This is an optimization exercise on Yosys and OpenROAD, whose aim is small area, not a production implementation.
In this exercise RTL edits were held to simulation tests only and were not proved equivalent to the original.

==> flow/design.v <==
module cle_eval (
    input  wire               clk,
    input  wire               rst,         
    input  wire               start,
    output wire               ready,
    output reg                done,
    input  wire signed [31:0] y,
    input  wire signed [31:0] sp,
    input  wire signed [31:0] f,
    input  wire signed [31:0] kp,
    input  wire signed [31:0] ki,
    input  wire signed [31:0] kd,
    input  wire signed [31:0] kff,
    input  wire        [19:0] shift,       
    input  wire signed [31:0] umin,
    input  wire signed [31:0] umax,
    input  wire               first,       
    input  wire               held,        
    input  wire               blocked,     
    input  wire               bump,        
    input  wire signed [63:0] iacc,
    input  wire        [4:0]  shi_last,
    input  wire signed [31:0] yprev,
    input  wire signed [31:0] u_last,
    output reg  signed [31:0] e_o,
    output reg  signed [63:0] p_o,
    output reg  signed [63:0] i_o,
    output reg  signed [63:0] d_o,
    output reg  signed [63:0] ff_o,
    output reg  signed [63:0] raw_o,
    output reg  signed [31:0] u_o,
    output reg  signed [63:0] iacc_o,
    output reg         [4:0]  shi_o,
    output reg                sat_o
);
    localparam signed [63:0] MAX64 = 64'sh7FFF_FFFF_FFFF_FFFF;
    localparam signed [63:0] MIN64 = 64'sh8000_0000_0000_0000;
    function signed [63:0] sadd;
        input signed [63:0] a;
        input signed [63:0] b;
        reg   signed [64:0] s;
        begin
            s = {a[63], a} + {b[63], b};
            if (s[64] != s[63])
                sadd = s[64] ? MIN64 : MAX64;
            else
                sadd = s[63:0];
        end
    endfunction
    function signed [63:0] ssub;
        input signed [63:0] a;
        input signed [63:0] b;
        reg   signed [64:0] s;
        begin
            s = {a[63], a} - {b[63], b};
            if (s[64] != s[63])
                ssub = s[64] ? MIN64 : MAX64;
            else
                ssub = s[63:0];
        end
    endfunction
    function signed [63:0] rnd;
        input signed [63:0] x;
        input        [4:0]  s;
        reg   signed [63:0] h;
        begin
            if (s == 5'd0) begin
                rnd = x;
            end else begin
                h   = sadd(x, 64'sd1 <<< (s - 5'd1));
                rnd = h >>> s;
            end
        end
    endfunction
    function signed [63:0] sshl;
        input signed [63:0] x;
        input        [4:0]  s;
        reg   signed [94:0] w;
        begin
            w = {{31{x[63]}}, x} <<< s;
            if (w[94:63] != {32{w[94]}})
                sshl = x[63] ? MIN64 : MAX64;
            else
                sshl = w[63:0];
        end
    endfunction
    localparam [3:0] S_IDLE  = 4'd0,
                     S_ERR   = 4'd1,     
                     S_MUL   = 4'd2,     
                     S_TERMS = 4'd3,     
                     S_BUMP1 = 4'd4,     
                     S_BUMP2 = 4'd5,     
                     S_ISHL  = 4'd6,     
                     S_IRND  = 4'd7,     
                     S_SUM1  = 4'd8,     
                     S_SUM2  = 4'd9,     
                     S_SUM3  = 4'd10,    
                     S_OUT   = 4'd11;    
    reg [3:0] state;
    assign ready = (state == S_IDLE);
    reg signed [31:0] r_y, r_sp, r_f, r_kp, r_ki, r_kd, r_kff, r_umin, r_umax;
    reg signed [31:0] r_yprev, r_ulast;
    reg        [19:0] r_shift;
    reg               r_first, r_held, r_blocked, r_bump;
    reg signed [63:0] r_iacc;
    reg        [4:0]  r_shil;
    wire [4:0] shp = r_shift[4:0];
    wire [4:0] shi = r_shift[9:5];
    wire [4:0] shd = r_shift[14:10];
    wire [4:0] shf = r_shift[19:15];
    reg signed [31:0] e_q;
    reg signed [32:0] dy_q;
    reg signed [63:0] iacc_a;          
    reg signed [63:0] prod_p, prod_i, prod_d, prod_ff;
    reg signed [63:0] p_q, d_q, ff_q;
    reg signed [63:0] bump_q;          
    reg signed [63:0] iacc_b;          
    reg signed [63:0] i_q;
    reg signed [63:0] sum_q;
    wire signed [32:0] e_wide  = {r_sp[31], r_sp} - {r_y[31], r_y};
    wire signed [31:0] e_sat   = (e_wide[32] != e_wide[31]) ?
                                 (e_wide[32] ? 32'sh8000_0000 : 32'sh7FFF_FFFF) :
                                 e_wide[31:0];
    wire signed [32:0] dy_wide = {r_yprev[31], r_yprev} - {r_y[31], r_y};
    wire        [4:0]  up_by   = shi - r_shil;
    wire        [4:0]  down_by = r_shil - shi;
    wire signed [63:0] iacc_rs = (shi > r_shil) ? sshl(r_iacc, up_by) :
                                 (shi < r_shil) ? rnd(r_iacc, down_by) :
                                 r_iacc;
    wire signed [63:0] umin64 = {{32{r_umin[31]}}, r_umin};
    wire signed [63:0] umax64 = {{32{r_umax[31]}}, r_umax};
    wire               ge_min = (raw_o >= umin64);
    wire               le_max = (raw_o <= umax64);
    wire signed [63:0] u_lo   = ge_min ? raw_o : umin64;
    wire signed [63:0] u_v    = (u_lo > umax64) ? umax64 : u_lo;
    always @(posedge clk) begin
        if (rst) begin
            state <= S_IDLE;
            done  <= 1'b0;
        end else begin
            done <= 1'b0;
            case (state)
                S_IDLE: begin
                    if (start) begin
                        r_y       <= y;
                        r_sp      <= sp;
                        r_f       <= f;
                        r_kp      <= kp;
                        r_ki      <= ki;
                        r_kd      <= kd;
                        r_kff     <= kff;
                        r_shift   <= shift;
                        r_umin    <= umin;
                        r_umax    <= umax;
                        r_first   <= first;
                        r_held    <= held;
                        r_blocked <= blocked;
                        r_bump    <= bump;
                        r_iacc    <= iacc;
                        r_shil    <= shi_last;
                        r_yprev   <= yprev;
                        r_ulast   <= u_last;
                        state     <= S_ERR;
                    end
                end
                S_ERR: begin
                    e_q    <= e_sat;
                    dy_q   <= dy_wide;
                    iacc_a <= iacc_rs;
                    state  <= S_MUL;
                end
                S_MUL: begin
                    prod_p  <= r_kp  * e_q;
                    prod_i  <= r_ki  * e_q;
                    prod_d  <= r_kd  * dy_q;
                    prod_ff <= r_kff * r_f;
                    state   <= S_TERMS;
                end
                S_TERMS: begin
                    p_q   <= rnd(prod_p, shp);
                    d_q   <= r_first ? 64'sd0 : rnd(prod_d, shd);
                    ff_q  <= rnd(prod_ff, shf);
                    state <= S_BUMP1;
                end
                S_BUMP1: begin
                    bump_q <= ssub(ssub({{32{r_ulast[31]}}, r_ulast}, p_q), d_q);
                    state  <= S_BUMP2;
                end
                S_BUMP2: begin
                    bump_q <= ssub(bump_q, ff_q);
                    state  <= S_ISHL;
                end
                S_ISHL: begin
                    iacc_b <= r_bump ? sshl(bump_q, shi) : iacc_a;
                    state  <= S_IRND;
                end
                S_IRND: begin
                    i_q   <= rnd(iacc_b, shi);
                    state <= S_SUM1;
                end
                S_SUM1: begin
                    sum_q <= sadd(p_q, i_q);
                    state <= S_SUM2;
                end
                S_SUM2: begin
                    sum_q <= sadd(sum_q, d_q);
                    state <= S_SUM3;
                end
                S_SUM3: begin
                    e_o   <= e_q;
                    p_o   <= p_q;
                    i_o   <= i_q;
                    d_o   <= d_q;
                    ff_o  <= ff_q;
                    raw_o <= sadd(sum_q, ff_q);
                    state <= S_OUT;
                end
                S_OUT: begin
                    u_o   <= u_v[31:0];
                    sat_o <= !(ge_min && le_max);
                    if (r_held) begin
                        iacc_o <= r_iacc;
                        shi_o  <= r_shil;
                    end else begin
                        iacc_o <= (ge_min && le_max && !r_blocked) ? sadd(iacc_b, prod_i) : iacc_b;
                        shi_o  <= shi;
                    end
                    done  <= 1'b1;
                    state <= S_IDLE;
                end
                default: state <= S_IDLE;
            endcase
        end
    end
endmodule
==> flow/run.sh <==
#!/bin/bash
# synth_recipe.tcl (not shown) runs the flow's synth.tcl, then flattens the netlist and writes it again
# the make line also repeats each setting of config.mk as NAME=value (left out here)
make -C /OpenROAD-flow-scripts/flow DESIGN_CONFIG=/design/flow/config.mk WORK_HOME=/design/flow/orfs CLKGATE_MAP_FILE= SYNTH_SCRIPT=/design/flow/synth_recipe.tcl finish
==> flow/config.mk <==
export PLATFORM = sky130hd
export DESIGN_NAME = cle_eval
export DESIGN_NICKNAME = cle_eval
export VERILOG_FILES = /design/flow/design.v
export SDC_FILE = /design/flow/constraint.sdc
export NUM_CORES = 8
export LEC_CHECK = 0
export CAP_MARGIN = 20
export CORE_MARGIN = 2
export CORE_UTILIZATION = 40
export SLEW_MARGIN = 20
==> flow/constraint.sdc <==
create_clock -name core_clock -period 12.5 [get_ports {clk}]
set_input_delay 2.5000 -clock core_clock [delete_from_list [all_inputs] [get_ports {clk}]]
set_output_delay 2.5000 -clock core_clock [all_outputs]
set_load 0.01 [all_outputs]
==> impl_metrics.json <==
{
  "outcome": "no timing/DRC/antenna violations",
  "die_x_um": 843,
  "portBuffers": 903,
  "synth-seq-area-share": 0.185,
  "synth_compound_area_frac": 0.134,
  "drt_pre_antenna_iters": 8,
  "antenna_found_initial": 136,
  "met2_length_um": 489000,
  "cts_repair_resize_count": 0,
  "rr_endpoint": "bump_q[32]",
  "area_growth_pct": 9.53,
  "synth-simple-area-share": 0.154,
  "multi_input_comb_area_um2": 206000,
  "rsz0062_at_grt": "no",
  "viasPerCell": 5.86,
  "post-synth-top-count-cell": "inv_1",
  "ctsHoldBuffers": 0,
  "wl_met3_um": 116000,
  "arrival_ps": 11410,
  "cp_max_fo": 32,
  "maxSlewViolCount": 0,
  "grt_max_degree": 147,
  "wire_per_inst_um": 29.5,
  "rr_worst_depth": 36,
  "ant_nets": 0,
  "postLayoutCoreUtil": 0.439,
  "reg2reg_slack_ps": 1890,
  "maxCapViolCount": 0,
  "synth_cell_types": 140,
  "finalHoldViolCount": 0,
  "period_needed_ps": 10610,
  "r2r-start": "r_ulast[0]",
  "synthCells": 30300,
  "crit_path_max_incr_delay_ps": 690,
  "ios": 904,
  "slowest_stage": "o311a_2",
  "syn_area_um2": 281000,
  "synthTopCellsByCount": "4412 x inv_1, 4365 x fa_1, 3548 x nand2_1",
  "die_h_um": 843,
  "slew-limit-headroom": 0.0682,
  "dpl.hpwl_um": 935000,
  "grt_pass1_wl_um": 1680000,
  "nNetsFinal": 36700,
  "synth-edff-count": 1732,
  "drc": 0,
  "gp_congestion": 1.02,
  "seq_area_um2": 52100,
  "grt_pass1_vias": 235000,
  "cp.required_ps": 13300,
  "hp-start": "p_q[2]",
  "hp-class": "flip-flop to flip-flop",
  "setup_tns_ps": 0,
  "synth-seq-cells": 1737,
  "cts_buffers": 224,
  "core_um2": 702000,
  "whs_endpoint": "p_o[2]",
  "placementRows": 308,
  "worstSkewPairLatency_ps": 1070,
  "finalCritPeriodShare": 0.849,
  "worst-setup-path-type": "flip-flop to flip-flop",
  "top_layer_used": "met5",
  "syn_nets": 36700,
  "synth_fa_ha_area_frac": 0.383,
  "synth_mux_area_frac": 0.0286,
  "num-fill-cells": 68300,
  "synth_area_leader_cell": "fa_1",
  "vias": 234000,
  "synth_area_leaders": "fa_1 31%, edfxtp_1 18%, ha_1 7.2%",
  "drive_gt1_frac": 0.0523,
  "yosysWarningCount": 1,
  "crit_path_start": "r_ulast[0]",
  "start_kind": "flip-flop",
  "clk_path_buf_depth": 4,
  "start_util": 0.401,
  "fin_skew_ps": 136,
  "holdPathStages": 0,
  "htreeDepth": 4,
  "synth_top_area_share": 0.311,
  "synth-async-reset-ratio": 0,
  "drtIter0Drc": 26600,
  "fmax_ghz": 0.0942,
  "dieArea_um2": 710000,
  "cts-root-buf": "clkbuf_16",
  "cts_sinks": 1737,
  "syn_area_per_cell_um2": 9.30,
  "wl_um": 1170000,
  "postCtsSetupRepairBufs": 0,
  "grt_use_total": 0.324,
  "end_kind": "flip-flop",
  "worstMarginPinSlew_ps": 1380,
  "met1Wirelength_um": 485000,
  "path_clk_slew_ps": 60,
  "cts_tree": "yes",
  "synth_top_family_by_area": "adder cells",
  "synth-main-ff-cell": "edfxtp_1",
  "synth_xor_area_frac": 0.0313,
  "setup_viol": 0,
  "gr-total-overflow": 0
}
cell families after synthesis:
group,after synthesis
AOI/OAI and AO/OA,5719
xor gates and xnor gates,1005
adders and majority gates,6009
buffers and inverters,6131
DFF,1737
muxes,625
and+or+nand+nor,9038
final cells by class:
type | instances | share of cell area
multi-input cells | 22400 | 0.670
flip-flops and latches | 1737 | 0.169
inverters | 4426 | 0.0539
repair buffers | 1526 | 0.0449
well taps | 9300 | 0.0378
clock buffers | 258 | 0.0186
clock inverters | 156 | 0.00567
diodes | 67 | 0.000544
worst max-delay path by stage:
stage / endpoint / depth (start not counted) / slack, ps
final: bump_q[32] / 36 / 1890
after global routing: bump_q[29] / 36 / 1240
after CTS: bump_q[35] / 36 / 2200
after detailed placement: bump_q[14] / 36 / 2270
after global placement: bump_q[35] / 38 / 2350
after floorplan: d_q[0] / 3 / 620
stage by stage:
step                cell area (µm²)  instances  setup slack (ps)  hold WS, ps
detailed placement           300000      39400              2270          487
finish                       308000      39900              1890          411
CTS                          308000      39800              2200          405
floorplan                    281000      30300               623          424
global route                 308000      39800              1240          436
global placement             300000      39400              2350          470
layout by cell type (no fill, tap or decap), drive strengths merged, types with 260 or more instances in the layout:
cell and count:
fa 4365, ha 1619, nand2 3553, mux2i 349
a21oi 1630, xnor2 662, clkdlybuf4s50 903, buf 621
a21o 660, nor2 1515, clkbuf 260, nor3 318
edfxtp 1732, xor2 343, inv 4446, o21ai 1063
and2 2176, nand3 386
layer usage:
metal / GRT usage / vias to the layer above
li1: - / 100000
met1: 0.445 / 119000
met2: 0.471 / 12100
met3: 0.0724 / 2329
met4: 0.185 / 64
met5: 0 / -
worst max-delay path: cells and delay by family, from the launching register on:
family | cells | cell delay (ps)
AO/OA/AOI/OAI | 23 | 6660
AND/OR/NAND/NOR | 6 | 1380
buffers and inverters | 4 | 960
adder cells (fa/ha/maj) | 3 | 930
flip-flops | 1 | 380

separate check: timing with driven ports:
No port has a modelled driver above. Below, the same layout with a new extraction and two added sets of constraints.
Step 1 sets driving cells, clkbuf_16 on the clock port and buf_2 on the other inputs (assumed; they add their load-dependent delay and slew).
Step 2, shift: input delay + t, output delay - t, t = (earliest + latest rising clock arrival at the registers) / 2. This alone moves slack from input paths to output paths.
a / b / c = ideal / step 1 / step 2; a / b = the first two.
t (ns): 1.156
setup WS [ns]: 1.885 / 1.885 / 1.885
latest minus earliest clock arrival (ns): 0.135 / 0.136
worst data-port slew with drivers (ns): 0.20
pins driven straight from the clock port: 1
After both steps setup and hold are still met in this run. For this run, drivers alone change the setup slack by 0.000 ns; drivers and shift together by 0.000 ns.
